Background: an optimization exercise with open tools, aiming at small area and a short achievable clock period. Do not read the settings as production practice.
The RTL was checked by simulation tests, not by an equivalence proof against the original design.
Power and IR drop assume default switching activity.

==> design.v <==
module pantry (
    input  wire        clk,
    input  wire        rst,
    input  wire        cmd_valid,
    input  wire [2:0]  cmd_op,
    input  wire [2:0]  cmd_queue,
    input  wire [31:0] cmd_data,
    output reg         resp_valid,
    output reg  [31:0] resp_data,
    output reg  [15:0] resp_payload,
    output wire [5:0]  pool_free,
    output wire        pool_exhausted,
    output wire [4:0]  reserve_total,
    output reg  [15:0] overrun_count,
    output reg  [15:0] reclaimed_count,
    output wire [7:0]  q_nonempty,
    output wire [7:0]  q_full
);
    localparam NQ = 8;
    localparam NC = 32;
    localparam OP_PUSH   = 3'd0;
    localparam OP_POP    = 3'd1;
    localparam OP_CFG    = 3'd2;
    localparam OP_STATUS = 3'd3;
    localparam OP_W1C    = 3'd4;
    localparam OP_QRESET = 3'd5;
    localparam OP_CCLEAR = 3'd6;
    localparam OP_GCLEAR = 3'd7;
    integer i;
    reg [31:0] cell_data [0:NC-1];    
    reg [2:0]  cell_q    [0:NC-1];
    reg [1:0]  cell_ep   [0:NC-1];
    reg [4:0]  cell_link [0:NC-1];
    reg [NC-1:0] used;
    reg [NC-1:0] is_head;
    reg [NC-1:0] is_tail;
    reg [5:0] level     [0:NQ-1];
    reg [1:0] epoch     [0:NQ-1];
    reg [5:0] depth_max [0:NQ-1];
    reg [3:0] reserve   [0:NQ-1];
    reg [5:0] high_mark [0:NQ-1];
    reg [5:0] low_mark  [0:NQ-1];
    reg [7:0] hi_count  [0:NQ-1];
    reg [7:0] lo_count  [0:NQ-1];
    reg [NQ-1:0] overrun, hi_crossed, lo_crossed, hi_armed, lo_armed;
    reg [NQ-1:0] ne_r;       
    reg [NQ-1:0] ge_d;       
    reg [NQ-1:0] ge_r;       
    reg [NQ-1:0] full_r;     
    reg [5:0] free_r;
    reg [6:0] s_base;  
    reg [3:0] s_pa, s_pb;
    reg       fz_r;    
    reg [4:0] rt_r;    
    reg       sweep_active;
    reg [2:0] sweep_q;
    reg [4:0] sweep_idx;
    reg       pp_v;
    reg [4:0] pp_link;
    assign pool_free      = free_r;
    assign pool_exhausted = fz_r;
    assign reserve_total  = rt_r;
    assign q_nonempty     = ne_r;
    assign q_full         = full_r;
    reg [NC-1:0] alloc_oh;
    reg [4:0]    alloc_idx;
    reg          seen;
    always @(*) begin
        seen      = 1'b0;
        alloc_idx = 5'd0;
        for (i = 0; i < NC; i = i + 1) begin
            alloc_oh[i] = !used[i] && !seen;
            seen = seen || !used[i];
            if (alloc_oh[i]) alloc_idx = alloc_idx | i[4:0];
        end
    end
    wire sweep_free = sweep_active && used[sweep_idx]
                      && cell_q[sweep_idx] == sweep_q
                      && cell_ep[sweep_idx] != epoch[sweep_q];
    wire [NC-1:0] sweep_oh = sweep_free ? (32'd1 << sweep_idx) : 32'd0;
    wire [NC-1:0] fwd_oh   = pp_v ? (32'd1 << pp_link) : 32'd0;
    wire [NC-1:0] head_eff = is_head | fwd_oh;
    wire [2:0]    q  = cmd_queue;
    wire [NQ-1:0] qd = 8'd1 << q;
    wire is_push = cmd_valid && cmd_op == OP_PUSH;
    wire is_pop  = cmd_valid && cmd_op == OP_POP;
    wire is_cfg  = cmd_valid && cmd_op == OP_CFG;
    wire is_w1c  = cmd_valid && cmd_op == OP_W1C;
    wire is_qrst = cmd_valid && cmd_op == OP_QRESET;
    wire is_cclr = cmd_valid && cmd_op == OP_CCLEAR;
    wire is_gclr = cmd_valid && cmd_op == OP_GCLEAR;
    function [5:0] inc6(input [5:0] a);
        integer k;
        begin
            for (k = 0; k < 6; k = k + 1)
                inc6[k] = a[k] ^ (k == 0 ? 1'b1 : &(a | ~((6'd1 << k) - 6'd1)));
        end
    endfunction
    function [5:0] dec6(input [5:0] a);
        integer k;
        begin
            for (k = 0; k < 6; k = k + 1)
                dec6[k] = a[k] ^ (k == 0 ? 1'b1 : ~|(a & ((6'd1 << k) - 6'd1)));
        end
    endfunction
    function [7:0] inc8(input [7:0] a);
        integer k;
        begin
            for (k = 0; k < 8; k = k + 1)
                inc8[k] = a[k] ^ (k == 0 ? 1'b1 : &(a | ~((8'd1 << k) - 8'd1)));
        end
    endfunction
    function [15:0] inc16(input [15:0] a);
        integer k;
        begin
            for (k = 0; k < 16; k = k + 1)
                inc16[k] = a[k] ^ (k == 0 ? 1'b1 : &(a | ~((16'd1 << k) - 16'd1)));
        end
    endfunction
    function lt6(input [5:0] a, input [5:0] b);
        integer k, j;
        reg r, t;
        begin
            r = 1'b0;
            for (k = 0; k < 6; k = k + 1) begin
                t = ~a[k] & b[k];
                for (j = k + 1; j < 6; j = j + 1)
                    t = t & ~(a[j] ^ b[j]);
                r = r | t;
            end
            lt6 = r;
        end
    endfunction
    function eqinc6(input [5:0] a, input [5:0] b);
        integer k;
        reg r, c;
        begin
            r = 1'b1;
            c = 1'b1;
            for (k = 0; k < 6; k = k + 1) begin
                r = r & ((a[k] ^ b[k]) == c);
                c = c & a[k];
            end
            eqinc6 = r;
        end
    endfunction
    function [6:0] add7(input [6:0] a, input [6:0] b, input cin);
        integer k, j, m;
        reg [6:0] g, p, c;
        reg t;
        begin
            g = a & b;
            p = a ^ b;
            for (k = 0; k < 7; k = k + 1) begin
                t = cin;
                for (m = 0; m < k; m = m + 1)
                    t = t & p[m];
                c[k] = t;
                for (j = 0; j < k; j = j + 1) begin
                    t = g[j];
                    for (m = j + 1; m < k; m = m + 1)
                        t = t & p[m];
                    c[k] = c[k] | t;
                end
            end
            add7 = p ^ c;
        end
    endfunction
    wire [5:0] lq   = level[q];
    wire [1:0] eq   = epoch[q];
    wire [5:0] dq   = depth_max[q];
    wire [3:0] rq   = reserve[q];
    wire [5:0] hq   = high_mark[q];
    wire [5:0] lwq  = low_mark[q];
    wire [7:0] hcq  = hi_count[q];
    wire [7:0] lcq  = lo_count[q];
    wire       ovq  = overrun[q];
    wire       hxq  = hi_crossed[q];
    wire       lxq  = lo_crossed[q];
    wire       haq  = hi_armed[q];
    wire       laq  = lo_armed[q];
    wire       neq  = ne_r[q];
    wire       gdq  = ge_d[q];
    wire       grq  = ge_r[q];
    wire       fuq  = full_r[q];
    wire push_ok  = is_push && !fuq;
    wire push_bad = is_push &&  fuq;
    wire pop_ok   = is_pop  &&  neq;
    wire qrst_ok  = is_qrst && (!sweep_active || sweep_q == q);
    reg [NC-1:0] cq_match;
    always @(*)
        for (i = 0; i < NC; i = i + 1)
            cq_match[i] = (cell_q[i] == q);
    wire [NC-1:0] sel = (is_pop ? head_eff : 32'd0) & cq_match;
    reg [36:0] rd;
    always @(*) begin
        rd = 37'd0;
        for (i = 0; i < NC; i = i + 1)
            rd = rd | (sel[i] ? {cell_link[i], cell_data[i]} : 37'd0);
    end
    wire [6:0] rt_v = add7({2'b00, rt_r}, {3'b000, cmd_data[3:0]}, 1'b0);
    wire [2:0]  fld   = cmd_data[18:16];
    wire [15:0] v     = cmd_data[15:0];
    wire        v_hi0 = (v[15:6] == 10'd0);
    wire [6:0]  rt_y  = add7({2'b00, rt_r}, add7({3'b000, v[3:0]}, ~{3'b000, rq}, 1'b1), 1'b0);
    reg         cfg_ok;
    always @(*) begin
        case (fld)
            3'd0: cfg_ok = v_hi0 && v[5:0] != 6'd0 && (!v[5] || v[4:0] == 5'd0);
            3'd1: cfg_ok = (v[15:4] == 12'd0) && (!v[3] || v[2:0] == 3'd0) && !neq
                        && !lt6({1'b1, rq}, rt_v[5:0]);
            3'd2: cfg_ok = (v == 16'd0) || (v_hi0 && lt6(lwq, v[5:0]) && !lt6(dq, v[5:0]));
            3'd3: cfg_ok = (v == 16'd0) || (v_hi0 && lt6(v[5:0], hq));
            default: cfg_ok = 1'b0;
        endcase
    end
    wire cfg_wr = is_cfg && cfg_ok;
    wire wr_d = cfg_wr && fld == 3'd0;
    wire wr_r = cfg_wr && fld == 3'd1;
    wire wr_h = cfg_wr && fld == 3'd2;
    wire wr_l = cfg_wr && fld == 3'd3;
    wire [5:0] lq_inc = inc6(lq);
    wire [5:0] lq_dec = dec6(lq);
    wire [5:0] lq_n  = push_ok ? lq_inc : pop_ok ? lq_dec : qrst_ok ? 6'd0 : lq;
    wire [1:0] eq_n  = qrst_ok ? {eq[1] ^ eq[0], ~eq[0]} : eq;
    wire [5:0] dq_n  = wr_d ? v[5:0] : dq;
    wire [3:0] rq_n  = wr_r ? v[3:0] : rq;
    wire [5:0] hq_n  = wr_h ? v[5:0] : hq;
    wire [5:0] lwq_n = wr_l ? v[5:0] : lwq;
    wire hi_cross = push_ok && hq != 6'd0 && haq && eqinc6(lq, hq);
    wire lo_cross = pop_ok  && lwq != 6'd0 && laq && eqinc6(lwq, lq);
    wire [7:0] hcq_n = is_cclr ? 8'd0 : (hi_cross && hcq != 8'hFF) ? inc8(hcq) : hcq;
    wire [7:0] lcq_n = is_cclr ? 8'd0 : (lo_cross && lcq != 8'hFF) ? inc8(lcq) : lcq;
    wire ovq_n = push_bad || (ovq && !(is_w1c && cmd_data[1]));
    wire hxq_n = hi_cross || (hxq && !(is_w1c && cmd_data[2]));
    wire lxq_n = lo_cross || (lxq && !(is_w1c && cmd_data[3]));
    reg haq_n, laq_n, neq_n, gdq_n, grq_n;
    always @(*) begin
        haq_n = haq;
        laq_n = laq;
        neq_n = neq;
        gdq_n = gdq;
        grq_n = grq;
        if (push_ok) begin
            haq_n = !hi_cross && ((lt6(lq, hq) && !eqinc6(lq, hq)) || haq);
            laq_n = !lt6(lq, lwq) || laq;
            neq_n = 1'b1;
            gdq_n = gdq || eqinc6(lq, dq);
            grq_n = grq || eqinc6(lq, {2'b00, rq});
        end else if (pop_ok) begin
            haq_n = lt6(lq, hq) || lq == hq || haq;
            laq_n = !lo_cross && ((lt6(lwq, lq) && !eqinc6(lwq, lq)) || laq);
            neq_n = lq != 6'd1;
            gdq_n = gdq && lq != dq;
            grq_n = grq && lq != {2'b00, rq};
        end else if (qrst_ok) begin
            haq_n = hq != 6'd0 || haq;
            neq_n = 1'b0;
            gdq_n = 1'b0;
            grq_n = rq == 4'd0;
        end else if (wr_d) begin
            gdq_n = !lt6(lq, v[5:0]);
        end else if (wr_r) begin
            grq_n = v[3:0] == 4'd0;
        end else if (wr_h) begin
            haq_n = lt6(lq, v[5:0]) || haq;
        end else if (wr_l) begin
            laq_n = lt6(v[5:0], lq) || laq;
        end
    end
    wire [5:0] fb   = sweep_free ? inc6(free_r) : free_r;
    wire [5:0] fb_p = inc6(fb);
    wire [5:0] fb_m = dec6(fb);
    wire [5:0] free_n = push_ok ? fb_m : pop_ok ? fb_p : fb;
    wire       fz_n   = push_ok ? (fb == 6'd1) : pop_ok ? 1'b0 : (fb == 6'd0);
    wire [6:0] s_cur = add7(add7(s_base, {3'b000, s_pa}, 1'b0), ~{3'b000, s_pb}, 1'b1);
    wire [6:0] sb    = sweep_free ? add7(s_cur, 7'h7F, 1'b0) : s_cur;
    wire [5:0] nsb   = ~sb[5:0];      
    wire [6:0] w_cfg = add7(sb, {3'b000, v[3:0]}, 1'b0);    
    wire       mn_l  = lt6(lq, {2'b00, rq});
    reg  [3:0] s_pa_n, s_pb_n;
    reg        s_neg;    
    always @(*) begin
        s_pa_n = 4'd0;
        s_pb_n = 4'd0;
        if (push_ok) begin
            s_pa_n = {3'd0, grq};
            s_neg  = grq ? (sb[6] && sb[5:0] != 6'h3F) : sb[6];
        end else if (pop_ok) begin
            s_pb_n = {3'd0, grq && lq != {2'b00, rq}};
            s_neg  = (grq && lq != {2'b00, rq}) ? (sb[6] || sb == 7'd0) : sb[6];
        end else if (qrst_ok) begin
            s_pa_n = mn_l ? lq[3:0] : rq;
            s_neg  = sb[6] && (!lt6(nsb, lq) || !lt6(nsb, {2'b00, rq}));
        end else if (wr_r) begin
            s_pa_n = v[3:0];
            s_pb_n = rq;
            s_neg  = w_cfg[6] || (w_cfg[5:4] == 2'b00 && lt6({2'b00, w_cfg[3:0]}, {2'b00, rq}));
        end else begin
            s_neg  = sb[6];
        end
    end
    wire fleh_n = !s_neg;
    always @(posedge clk) begin
        for (i = 0; i < NC; i = i + 1) begin
            if (alloc_oh[i]) begin
                cell_data[i] <= cmd_data;
                cell_q[i]    <= q;
                cell_ep[i]   <= eq;
            end
            if (is_tail[i])
                cell_link[i] <= alloc_idx;
        end
    end
    always @(posedge clk) begin
        if (push_ok)
            is_tail <= (is_tail & ~cq_match) | alloc_oh;
    end
    always @(posedge clk) begin
        if (rst) begin
            used    <= {NC{1'b0}};
            is_head <= {NC{1'b0}};
            pp_v    <= 1'b0;
        end else begin
            used <= (used & ~sel & ~sweep_oh) | (push_ok ? alloc_oh : 32'd0);
            if (qrst_ok)
                is_head <= head_eff & ~cq_match;
            else if (push_ok && !neq)
                is_head <= head_eff | alloc_oh;
            else
                is_head <= head_eff & ~sel;
            pp_v <= pop_ok && lq != 6'd1;
        end
        pp_link <= rd[36:32];
    end
    wire [NQ-1:0] q_we = rst ? {NQ{1'b1}} : qd;
    always @(posedge clk) begin
        for (i = 0; i < NQ; i = i + 1) begin
            if (q_we[i]) begin
                level[i]      <= rst ? 6'd0  : lq_n;
                epoch[i]      <= rst ? 2'd0  : eq_n;
                depth_max[i]  <= rst ? 6'd16 : dq_n;
                reserve[i]    <= rst ? 4'd0  : rq_n;
                high_mark[i]  <= rst ? 6'd0  : hq_n;
                low_mark[i]   <= rst ? 6'd0  : lwq_n;
                hi_count[i]   <= rst ? 8'd0  : hcq_n;
                lo_count[i]   <= rst ? 8'd0  : lcq_n;
                overrun[i]    <= !rst && ovq_n;
                hi_crossed[i] <= !rst && hxq_n;
                lo_crossed[i] <= !rst && lxq_n;
                hi_armed[i]   <=  rst || haq_n;
                lo_armed[i]   <= !rst && laq_n;
                ne_r[i]       <= !rst && neq_n;
                ge_d[i]       <= !rst && gdq_n;
                ge_r[i]       <=  rst || grq_n;
            end
        end
    end
    always @(posedge clk) begin
        for (i = 0; i < NQ; i = i + 1)
            full_r[i] <= !rst && ((qd[i] ? gdq_n : ge_d[i]) || fz_n
                                  || ((qd[i] ? grq_n : ge_r[i]) && fleh_n));
    end
    always @(posedge clk) begin
        if (rst) begin
            free_r <= 6'd32;
            s_base <= 7'h60;     
            s_pa   <= 4'd0;
            s_pb   <= 4'd0;
            fz_r   <= 1'b0;
            rt_r   <= 5'd0;
        end else begin
            free_r <= free_n;
            s_base <= sb;
            s_pa   <= s_pa_n;
            s_pb   <= s_pb_n;
            fz_r   <= fz_n;
            if (wr_r) rt_r <= rt_y[4:0];
        end
    end
    always @(posedge clk) begin
        if (rst) begin
            sweep_active    <= 1'b0;
            sweep_q         <= 3'd0;
            sweep_idx       <= 5'd0;
            overrun_count   <= 16'd0;
            reclaimed_count <= 16'd0;
        end else begin
            if (qrst_ok) begin
                sweep_active <= 1'b1;
                sweep_q      <= q;
                sweep_idx    <= 5'd0;
            end else if (sweep_active) begin
                sweep_idx <= sweep_idx + 5'd1;
                if (sweep_idx == NC - 1)
                    sweep_active <= 1'b0;
            end
            if (is_gclr) begin
                overrun_count   <= 16'd0;
                reclaimed_count <= 16'd0;
            end else begin
                if (push_bad && overrun_count != 16'hFFFF)
                    overrun_count <= inc16(overrun_count);
                if (sweep_free && reclaimed_count != 16'hFFFF)
                    reclaimed_count <= inc16(reclaimed_count);
            end
        end
    end
    always @(posedge clk) begin
        if (rst) begin
            resp_valid   <= 1'b0;
            resp_data    <= 32'd0;
            resp_payload <= 16'd0;
        end else begin
            resp_valid   <= cmd_valid;
            resp_data    <= 32'd0;
            resp_payload <= 16'd0;
            if (cmd_valid) begin
                case (cmd_op)
                    OP_PUSH:   resp_data <= {31'd0, push_ok};
                    OP_POP: begin
                        resp_data    <= {13'd0, pop_ok && lq == 6'd1, 1'b0, pop_ok,
                                         rd[31:16]};
                        resp_payload <= rd[15:0];
                    end
                    OP_CFG:    resp_data <= {31'd0, cfg_ok};
                    OP_STATUS: begin
                        resp_data <= {12'd0, sweep_active && sweep_q == q,
                                      lxq, hxq, ovq, fuq, 9'd0, lq};
                        resp_payload <= {hcq, lcq};
                    end
                    OP_QRESET: resp_data <= {31'd0, qrst_ok};
                    default:   resp_data <= {31'd0, 1'b1};
                endcase
            end
        end
    end
endmodule
==> flow/run.sh <==
#!/bin/bash
bash standard.sh SETUP_SLACK_MARGIN=21 TNS_END_PERCENT=100 finish > standard.log 2>&1
==> standard.sh <==
#!/bin/bash
# synth_recipe.tcl (not shown) runs the flow's synth.tcl, then flattens the netlist and writes it again
# the make line also repeats each setting of config.mk as NAME=value (left out here)
make -C /OpenROAD-flow-scripts/flow DESIGN_CONFIG=/design/flow/config.mk WORK_HOME=/design/flow/orfs CLKGATE_MAP_FILE= SYNTH_SCRIPT=/design/flow/synth_recipe.tcl "${@:-finish}"
==> config.mk <==
export PLATFORM = sky130hd
export DESIGN_NAME = pantry
export DESIGN_NICKNAME = pantry
export VERILOG_FILES = /design/flow/design.v
export SDC_FILE = /design/flow/constraint.sdc
export NUM_CORES = 4
export LEC_CHECK = 0
export CAP_MARGIN = 20
export CORE_MARGIN = 2
export CORE_UTILIZATION = 50
export CTS_CLUSTER_DIAMETER = 70
export CTS_CLUSTER_SIZE = 22
export PLACE_DENSITY = 0.7
export SLEW_MARGIN = 20
==> constraint.sdc <==
create_clock -name core_clock -period 30.0 [get_ports {clk}]
set_input_delay 6.0000 -clock core_clock [delete_from_list [all_inputs] [get_ports {clk}]]
set_output_delay 6.0000 -clock core_clock [all_outputs]
set_load 0.01 [all_outputs]
==> results of run 1 <==
==> synthesized netlist by cell type (11+ instances only) <==
master | n | area (sq um)
nor4_1 | 30 | 188
nor2_1 | 304 | 1140
nand2b_1 | 28 | 175
nor3_1 | 107 | 536
nand4_1 | 66 | 413
and3_1 | 30 | 188
nor2b_1 | 38 | 238
buf_4 | 27 | 203
a22o_1 | 186 | 1630
and2_1 | 15 | 93.8
o211ai_1 | 11 | 82.6
edfxtp_1 | 1808 | 54300
buf_1 | 35 | 131
or3_1 | 13 | 81.3
a21o_1 | 49 | 368
nand3b_1 | 17 | 128
xor2_1 | 36 | 315
a31oi_1 | 51 | 319
clkbuf_1 | 167 | 627
mux4_2 | 43 | 968
nand3_1 | 173 | 866
dfxtp_1 | 183 | 3660
a221oi_1 | 184 | 1610
a21oi_1 | 177 | 886
mux2_2 | 34 | 383
xnor2_1 | 141 | 1230
buf_2 | 68 | 340
or4_1 | 20 | 150
o21a_1 | 19 | 143
o21ai_0 | 105 | 526
nand2_1 | 227 | 852
a211oi_1 | 15 | 113
nor3b_1 | 22 | 165
or2_2 | 16 | 100
inv_1 | 133 | 499
o22ai_1 | 26 | 163
mux2i_1 | 101 | 1010
a22oi_1 | 316 | 2370
ha_1 | 134 | 1680
==> tightest hold or removal path, cell delays in order, from the launching register on <==
cell and delay [ns]:
dfxtp_1 0.34, nand2_1 0.06, a21oi_1 0.05
==> through the flow <==
stage | cell area (sq um) | util
2_1_floorplan | 81300 | -
3_3_place_gp | 85300 | 0.531
3_5_place_dp | 85400 | 0.532
4_1_cts | 91200 | 0.568
5_1_grt | 92100 | 0.574
6_report | 92100 | 0.574
==> cell families after synthesis <==
logic type,Yosys count,share of synthesized area
buffers and inverters,444,0.0240
other,1,0.0000464
multiplexers,185,0.0303
adder cells (fa/ha/maj),139,0.0219
XOR/XNOR,177,0.0192
flip-flops,1991,0.717
AO/OA/AOI/OAI,1271,0.117
AND/OR/NAND/NOR,1153,0.0707
==> state kept, by name, summed over array words and instances (netlist names), 48 cells and up <==
signal and count:
cell_q 96, high_mark 48, cell_ep 64, cell_link 160, hi_count 64, cell_data 1024, depth_max 48, low_mark 48
lo_count 64, level 48
==> area by class of cell <==
class,count,area (sq um),share of cell area
Inverter,136,544,0.00591
Sequential cell,1991,58000,0.629
Clock buffer,159,3020,0.0328
Multi-Input combinational cell,2939,22400,0.244
Clock inverter,51,737,0.00800
Timing Repair Buffer,437,4690,0.0509
Tap cell,2160,2700,0.0293
Antenna cell,6,15.0,0.000163
==> worst max path at each step <==
stage,from,endpoint,slack [ns],cells past startpoint
global route,cmd_queue[1],full_r[6],20.84,19
floorplan,cmd_queue[1],full_r[6],19.90,23
CTS,cmd_queue[1],hi_count[0][3],20.87,16
finish,cmd_queue[1],full_r[6],20.87,19
global placement,cmd_queue[0],full_r[6],18.19,19
detailed placement,cmd_queue[0],lo_armed[5],18.17,16
==> layer usage <==
layer / vias up / GRT usage
li1: 21700 / -
met1: 26800 / 0.434
met2: 4156 / 0.510
met3: 804 / 0.0737
met4: 12 / 0.143
met5: - / 0
==> cells in the final DEF, fill, tap and decap left out, types with 139 or more instances in the layout <==
cell type / count
a21oi_1: 168
a221oi_1: 180
a22o_1: 186
a22oi_1: 316
buf_4: 210
dfxtp_1: 180
edfxtp_1: 1808
nand2_1: 218
nand3_1: 171
nor2_1: 236
xnor2_1: 139
==> power breakdown <==
group	total (mW)	leakage (nW)	switching [mW]	internal [mW]
clock network	1.75	1.79	0.947	0.799
registers	3.14	18.6	0.0288	3.11
logic	0.480	10.6	0.300	0.180
total	5.36	30.9	1.28	4.09
==> repair_timing <==
action                     4_1_cts  5_1_grt
setup endpoints to repair      539      315
gates resized for setup        211      103
pin swaps                       51       45
buffers inserted                86       30
gates cloned                    21        5
==> flow_metrics.tcl, run 1 <==
set metrics [dict create \
    cp_cell_sequence "clkbuf_16 -> buf_12 -> buf_6 -> nor2_4 -> a22o_1 -> a221o_1 -> o21ai_4 -> ha_2 -> a21o_1 -> a21oi_2 -> maj3_2 -> or4b_4 -> and2_4 -> nor3b_4 -> mux2i_1 -> a311oi_2 -> a31oi_4 -> and4b_1 -> a211oi_2" \
    total_power_mw 5.36 \
    syn_area_sq_um 80800 \
    final_cell_count_no_fill 7879 \
    portBuffers 137 \
    relSlewSlack 0.143 \
    ys_seq_elements 1991 \
    crit_arrival_ns 9.86 \
    max_stage_delay_ns 0.52 \
    dp_worst_setup_slack_ns 18.17 \
    critPathTopFamily "simple AND/OR/NAND/NOR gates" \
    hold-path-endpoint "overrun_count[4]" \
    outcome "finished clean" \
    netlist_instances 5361 \
    synth_edf_count 1808 \
    leakagePower_nw 30.9 \
    placedCellCount 7518 \
    powerDensity_nw_per_um2 58.2 \
    clock-sinks 1991 \
    post-route-drc-count 0 \
    synthArstFlopShare 0 \
    routedWlPerCell_um 34.7 \
    end_kind "flop" \
    worst_hold_slack_ns 0.494 \
    grt_usage 0.325 \
    grt_pass1_wl_um 378000 \
    core-area_sq_um 161000 \
    met2_length_um 125000 \
    hpwl_um 149000 \
    grt_max_degree 66 \
    worst_slack_ns 20.87 \
    die_area_sq_um 165000 \
    nNetsFinal 5797 \
    cts-root-buf "clkbuf_16" \
    finalHoldViolCount 0 \
    h-tree-depth 3 \
    grt_pass1_vias 49800 \
    vias_per_cell 6.79 \
    place_congestion 0.945 \
    num_rows 147 \
    overflow 0 \
    cap_viol_max_count 0 \
    hold_class "reg -> reg" \
    finalCritPeriodShare 0.304 \
    path_max_fanout 5 \
    clkSlewWorstSetupHoldPaths_ns 0.08 \
    r2r_slack_ns 21.52 \
    cp-start-kind "input pin" \
    area_growth_pct 13.9 \
    clock_latency_ns 0.83 \
    finClkSkew_ns 0.117 \
    required_ns 30.73 \
    worstReg2RegEnd "full_r[1]" \
    wl_um 273000 \
    fmax_ghz 0.110 \
    numCtsBuffers 113 \
    yosysSeqAreaShare 0.717 \
    worst_pin_slew_ns 1.28 \
    final.setup.tns_ns 0 \
    top_layer_used "met5" \
    drtIter0Drc 9481 \
    r2r-start "sweep_idx[1]" \
    peakVddDrop_mv 0.0675 \
    antenna_found_initial 14 \
    die_y_um 406 \
    cts_tree "yes" \
    crit_slowest_cell "or4b_4" \
    rsz0062_at_grt "yes" \
    avgSynthCellArea_sq_um 15.1 \
    crit_type "in -> reg" \
    final_antenna_net_count 0 \
    met1_length_um 96600 \
    die_x_um 406 \
    yosysWarnings 13 \
    synth_ff_type "edfxtp_1" \
    reg2reg_depth 31 \
    cts.path.max_buffers 3 \
    critPathBufInv 3 \
    vias 53500 \
    drive_gt1_frac 0.149 \
    min_period_ns 9.13 \
    drv_slew 0 \
    nFillCells 12300 \
    hp-start "overrun_count[4]" \
    route.met3.wl_um 36800 \
    setup_violations 0 \
    ys_types 104 \
    drt_pass1_iterations 7 \
    ios 150 \
    initial_core_util 0.503 \
    ctsHoldBuffers 0 \
    hold_depth 2 \
]
==> run 2, diff against run 1 <==
==> flow/run.sh (replaced) <==
#!/bin/bash
bash standard.sh SETUP_SLACK_MARGIN=22.5 TNS_END_PERCENT=100 finish > standard.log 2>&1
--- a/config.mk
+++ b/config.mk
@@ -8,7 +8,7 @@
 export CAP_MARGIN = 20
 export CORE_MARGIN = 2
-export CORE_UTILIZATION = 50
+export CORE_UTILIZATION = 40
 export CTS_CLUSTER_DIAMETER = 70
 export CTS_CLUSTER_SIZE = 22
-export PLACE_DENSITY = 0.7
+export PLACE_DENSITY = 0.6
 export SLEW_MARGIN = 20
==> flow_metrics.tcl, run 2 <==
set metrics [dict create \
    outcome "finished clean" \
    cp_cell_sequence "clkbuf_16 -> buf_12 -> buf_16 -> buf_8 -> mux2_4 -> a22o_1 -> a221oi_2 -> nor2_2 -> inv_2 -> ha_4 -> a31o_2 -> a21o_1 -> a21o_1 -> a21o_1 -> a21o_1 -> a31oi_4 -> o21ai_4 -> nor3b_4 -> buf_6 -> mux2i_1 -> nor2_2 -> buf_6" \
    yosysSeqAreaShare 0.717 \
    cp-start-kind "input pin" \
    hold_class "reg -> reg" \
    synth_edf_count 1808 \
    overflow 0 \
    grt_pass1_vias 52000 \
    worst_pin_slew_ns 1.27 \
    rsz0062_at_grt "yes" \
    peakVddDrop_mv 0.0510 \
    initial_core_util 0.401 \
    ios 150 \
    ys_seq_elements 1991 \
    synthTopCellsByArea "edfxtp_1 (67%), dfxtp_1 (4.5%), a22oi_1 (2.9%)" \
    clock_latency_ns 0.85 \
    clkSlewWorstSetupHoldPaths_ns 0.08 \
    routedWlPerCell_um 35.5 \
    cpMostUsedCell "a21o_1" \
    drive_gt1_frac 0.268 \
    die_area_sq_um 206000 \
    portBuffers 137 \
    path_max_fanout 8 \
    max_stage_delay_ns 0.30 \
    critPathTopFamily "compound AO/OA/AOI/OAI gates" \
    place_congestion 0.900 \
    area_growth_pct 24.8 \
    seqPwrFrac 0.571 \
    cts.path.max_buffers 3 \
    post-route-drc-count 0 \
    grt_max_degree 84 \
    swShare 0.247 \
    min_period_ns 9.17 \
    synth_ff_type "edfxtp_1" \
    num_rows 165 \
    relSlewSlack 0.145 \
    nNetsFinal 6173 \
    die_y_um 454 \
    drv_slew 0 \
    cts-root-buf "clkbuf_16" \
    powerDensity_nw_per_um2 54.5 \
    total_power_mw 5.49 \
    antenna_found_initial 10 \
    p_int_mw 4.14 \
    yosysWarnings 13 \
    cap_viol_max_count 0 \
    wl_um 312000 \
    finalCritPeriodShare 0.306 \
    final_cell_mix "edfxtp_1 (1808), buf_4 (342), a22oi_1 (297)" \
    mostFrequentLayoutCell "edfxtp_1" \
    cts_tree "yes" \
    regMostFlops "cell_data" \
    synth.top_cell.area_share 0.672 \
    drt_pass1_iterations 6 \
    power.switching_mw 1.35 \
    dpl_cell_area_sq_um 86700 \
    p_clk_frac 0.331 \
    synth_commonest_cells "edfxtp_1 (1808), a22oi_1 (316), nor2_1 (304), nand2_1 (227), a22o_1 (186)" \
    reg_top3 "cell_data: 1024 flops, cell_link: 160 flops, cell_q: 96 flops" \
    critPathBufInv 7 \
    clock-sinks 1991 \
    synthArstFlopShare 0 \
    largest_register_ff_count 1024 \
    crit_slowest_cell "a221oi_2" \
    core-area_sq_um 201000 \
    required_ns 30.55 \
    stdcell_area_sq_um 101000 \
    ys_types 104 \
    fmax_ghz 0.109 \
    netlist.top_cell.by_area "edfxtp_1" \
    grt_usage 0.291 \
    netlist_instances 5361 \
    syn_area_sq_um 80800 \
    yosysMostFrequentCell "edfxtp_1" \
    finClkSkew_ns 0.0773 \
    crit_type "in -> reg" \
    h-tree-depth 3 \
    final.setup.tns_ns 0 \
    utilization 0.501 \
    crit_arrival_ns 9.72 \
    p_comb_frac 0.098 \
    die_x_um 454 \
    vias_per_cell 6.40 \
    numCtsBuffers 119 \
    vias 56100 \
    final_antenna_net_count 0 \
    hpwl_um 160000 \
    avgSynthCellArea_sq_um 15.1 \
    grt_pass1_wl_um 419000 \
    setup_violations 0 \
    leakagePower_nw 35.0 \
    drtIter0Drc 8481 \
    finalHoldViolCount 0 \
    end_kind "flop" \
]
## run 2: cell counts after synthesis
Identical to the previous run, type by type.
## run 2: kinds of logic (layout without fill, tap and decap cells)
group,count (synthesis),after routing,share of synthesized area
xor+xnor,177,177,0.0192
buf+inv,444,1160,0.0240
mux,185,185,0.0303
compound gates,1271,1272,0.117
fa+ha+maj,139,139,0.0219
other cells,1,17,0.0000464
simple gates,1153,1156,0.0707
flops,1991,1991,0.717
## run 2: repair_timing
item                                     CTS  global route
resized for setup                        912           407
endpoints found under the setup margin  1213           667
pin swaps                                180           211
gates cloned                              53            11
hold buffers                               0             0
setup buffers                            267           159
## run 2: area by class of cell
type / count / area, sq um
fill: 16700 / 101000
sequential: 1991 / 58000
clock buffer: 162 / 3170
multi-input combinational: 2941 / 25000
antenna: 5 / 12.5
tap: 2672 / 3340
timing repair buffer: 805 / 9980
clock inverter: 57 / 774
inverter: 136 / 557
## run 2: stage by stage
| stage | std cells | setup WS (ns) | hold slack (ns) |
|---|---|---|---|
| global placement | 8050 | 18.06 | 0.468 |
| finish | 8769 | 20.83 | 0.490 |
| CTS | 8594 | 20.92 | 0.495 |
| global route | 8767 | 20.72 | 0.513 |
| detailed placement | 8055 | 18.06 | 0.482 |
| floorplan | 5372 | 19.90 | 0.478 |
## run 2: final timing paths
kind                            depth (start not counted)              from  slack, ns                to
worst max register to register                         30      sweep_idx[1]      21.66         full_r[1]
worst max-delay path                                   22      cmd_queue[1]      20.83   high_mark[1][2]
worst min-delay path                                    2  overrun_count[2]       0.49  overrun_count[2]
worst min register to register                          2  overrun_count[2]       0.49  overrun_count[2]
## run 2: power by group through the flow
stage                     logic, mW  clock network [mW]  registers, mW
final                         0.538                1.82           3.14
after global placement        0.397                   0           3.20
after detailed placement      0.402                   0           3.20
after global routing          0.569                1.92           3.14
after floorplan               0.257                   0           3.19
after CTS                     0.490                1.82           3.13
## run 2: routing by layer
layer / global-route usage / wire (um)
met1: 0.378 / 111000
met2: 0.464 / 142000
met3: 0.0570 / 37200
met4: 0.150 / 21900
met5: 0 / 43
## run 2: worst register-to-register path: cells and delay by family, from the launching register on
family / cells / cell delay (ns)
buffers and inverters: 3 / 0.53
AO/OA/AOI/OAI: 12 / 2.42
adder cells (fa/ha/maj): 4 / 1.31
AND/OR/NAND/NOR: 10 / 3.00
flip-flops: 1 / 0.81
multiplexers: 1 / 0.14
==> run 3, diff against run 2 <==
==> flow/run.sh (replaced) <==
#!/bin/bash
bash standard.sh SETUP_SLACK_MARGIN=20.3 TNS_END_PERCENT=100 finish > standard.log 2>&1
==> flow_metrics.tcl, run 3 <==
set metrics [dict create \
    finClkSkew_ns 0.0627 \
    largest_register_ff_count 1024 \
    outcome "finished clean" \
    ys_seq_elements 1991 \
    die_y_um 454 \
    final_antenna_net_count 0 \
    fmax_ghz 0.103 \
    num_rows 165 \
    finalCritPeriodShare 0.325 \
    hpwl_um 161000 \
    area_growth_pct 12.5 \
    grt_max_degree 84 \
    clkSlewWorstSetupHoldPaths_ns 0.09 \
    clock-sinks 1991 \
    setup_violations 0 \
    route.met3.wl_um 30500 \
    path_max_fanout 33 \
    vias_per_cell 6.31 \
    min_period_ns 9.75 \
    synthTopCellsByArea "edfxtp_1 (67%), dfxtp_1 (4.5%), a22oi_1 (2.9%)" \
    netlist.top_cell.by_area "edfxtp_1" \
    nNetsFinal 5703 \
    cts-root-buf "clkbuf_16" \
    peakVddDrop_mv 0.0631 \
    final.setup.tns_ns 0 \
    grt_pass1_vias 49900 \
    ios 150 \
    die_x_um 454 \
    cts.path.max_buffers 3 \
    cap_viol_max_count 0 \
    grt_pass1_wl_um 391000 \
    crit_arrival_ns 10.40 \
    h-tree-depth 3 \
    reg2reg_depth 26 \
    yosysMostFrequentCell "edfxtp_1" \
    cp-start-kind "input pin" \
    top_layer_used "met5" \
    hold_class "reg -> reg" \
    worst_pin_slew_ns 1.23 \
    finalHoldViolCount 0 \
    required_ns 30.64 \
    die_area_sq_um 206000 \
    r2r_slack_ns 21.77 \
    rsz0062_at_grt "no" \
    synthArstFlopShare 0 \
    synth_commonest_cells "edfxtp_1 (1808), a22oi_1 (316), nor2_1 (304), nand2_1 (227), a22o_1 (186)" \
    clock_latency_ns 0.84 \
    mostFrequentLayoutCell "edfxtp_1" \
    yosysSeqAreaShare 0.717 \
    hp-start "overrun_count[1]" \
    end_kind "flop" \
    met2_length_um 132000 \
    ys_types 104 \
    synth.top_cell.area_share 0.672 \
    post-route-drc-count 0 \
    avgSynthCellArea_sq_um 15.1 \
    drt_pass1_iterations 6 \
    met1_length_um 109000 \
    numCtsBuffers 121 \
    syn_area_sq_um 80800 \
    overflow 0 \
    stdcell_area_sq_um 91000 \
    drv_slew 0 \
    cts_tree "yes" \
    routedWlPerCell_um 34.3 \
    initial_core_util 0.401 \
    drtIter0Drc 7666 \
    synth_ff_type "edfxtp_1" \
    antenna_found_initial 13 \
    crit_type "in -> reg" \
    final_cell_mix "edfxtp_1 (1808), a22oi_1 (316), nor2_1 (262)" \
    powerDensity_nw_per_um2 59.4 \
    reg_top3 "cell_data: 1024 flops, cell_link: 160 flops, cell_q: 96 flops" \
    synth_edf_count 1808 \
    place_congestion 0.941 \
    regMostFlops "cell_data" \
    grt_usage 0.270 \
    netlist_instances 5361 \
    worstReg2RegEnd "full_r[7]" \
    crit_start "cmd_op[1]" \
    portBuffers 137 \
    yosysWarnings 13 \
    leakagePower_nw 30.2 \
    core-area_sq_um 201000 \
    r2r-start "sweep_idx[1]" \
    wl_um 285000 \
    vias 52400 \
    drive_gt1_frac 0.120 \
    relSlewSlack 0.179 \
    nFillCells 17700 \
    dpl_cell_area_sq_um 86200 \
    crit_path_end "resp_payload[2]" \
]
-- run 3: cell counts after synthesis --
Identical to the previous run, type by type.
-- run 3: worst max-delay path: stages --
cell and delay [ns]:
clkdlybuf4s50_1 0.70, nand2b_1 0.35, or2_2 0.48, buf_6 0.28, nor3_2 0.75, buf_4 0.80, a22oi_1 0.16, nand3_1 0.15
nor3_1 0.06, a31oi_1 0.61
-- run 3: final cells by class --
class	count	area (sq um)	area share
sequential	1991	58000	0.637
multi-input combinational	2937	21800	0.239
tap	2672	3340	0.0368
clock buffer	171	3280	0.0360
timing repair buffer	337	3280	0.0360
clock inverter	58	795	0.00873
inverter	136	517	0.00568
antenna	6	15.0	0.000165
-- run 3: cells by family after synthesis --
kind of cell / after synthesis / synth area share
and+or+nand+nor: 1153 / 0.0707
AOI/OAI and AO/OA: 1271 / 0.117
xor gates and xnor gates: 177 / 0.0192
DFF: 1991 / 0.717
buffers and inverters: 444 / 0.0240
muxes: 185 / 0.0303
adders and majority gates: 139 / 0.0219
other: 1 / 0.0000464
-- run 3: worst min-delay path by stage --
stage | to | slack, ns | depth (start not counted)
2_1_floorplan | is_head[14] | 0.46 | 2
3_3_place_gp | overrun_count[1] | 0.47 | 2
3_5_place_dp | overrun_count[1] | 0.48 | 2
4_1_cts | overrun_count[1] | 0.49 | 2
5_1_grt | overrun_count[4] | 0.53 | 2
6_report | overrun_count[1] | 0.49 | 2
-- run 3: per-layer routing --
metal	vias up	global-route usage
met2	3294	0.434
met3	606	0.0526
met1	27000	0.361
met4	10	0.103
li1	21500	-
met5	-	0
-- run 3: power by group --
part	internal (mW)	switching, mW
registers	3.11	0.0288
clock network	0.837	1.00
logic	0.147	0.280
total	4.09	1.31
-- run 3: metrics by stage --
stage	power [mW]	cells	utilization	setup slack [ns]	hold WS, ns
finish	5.40	8308	0.451	20.25	0.494
global placement	3.60	8046	0.427	17.76	0.469
floorplan	3.44	5372	-	19.90	0.459
detailed placement	3.60	8049	0.428	17.56	0.476
CTS	5.40	8293	0.450	20.24	0.493
global route	5.55	8303	0.451	20.29	0.526
-- run 3: repair_timing --
item,in CTS,in global routing
hold buffers,0,0
setup endpoints to repair,507,213
setup buffers,9,5
gates resized for setup,61,18
gates cloned,6,4
pin swaps,5,4

## re-timing with driven ports
The flow's constraints put no driver on any port. The routed layouts listed below were extracted and timed again, unchanged, in two steps.
Step 1 sets driving cells, clkbuf_16 on the clock port and buf_2 on the other inputs (assumed; they add their load-dependent delay and slew).
Step 2 adds t to the input delays and takes it off the output delays; t is the mean of the earliest and latest rising clock arrival at the registers after step 1. Input paths then give back, and output paths get back, about the clock's delay inside the block.
Slacks: ideal ports / drivers / drivers and shift; pairs: ideal ports / drivers.
| run | t, ns | setup slack, ns | hold slack, ns | slew at the worst register clock pin (ns) | pins driven straight from the clock port |
|---|---|---|---|---|---|
| run 1 | 0.855 | 20.870 / 20.638 / 19.784 | 0.494 / 0.494 / 0.494 | 0.10 / 0.10 | 1 |
| run 2 | 0.900 | 20.830 / 20.687 / 19.787 | 0.490 / 0.490 / 0.490 | 0.10 / 0.10 | 1 |
| run 3 | 0.890 | 20.245 / 20.174 / 19.284 | 0.494 / 0.494 / 0.494 | 0.10 / 0.10 | 1 |
After both steps every run listed still meets setup and hold. For run 1, which loses most, drivers alone change the setup slack by -0.232 ns; drivers and shift together by -1.086 ns.
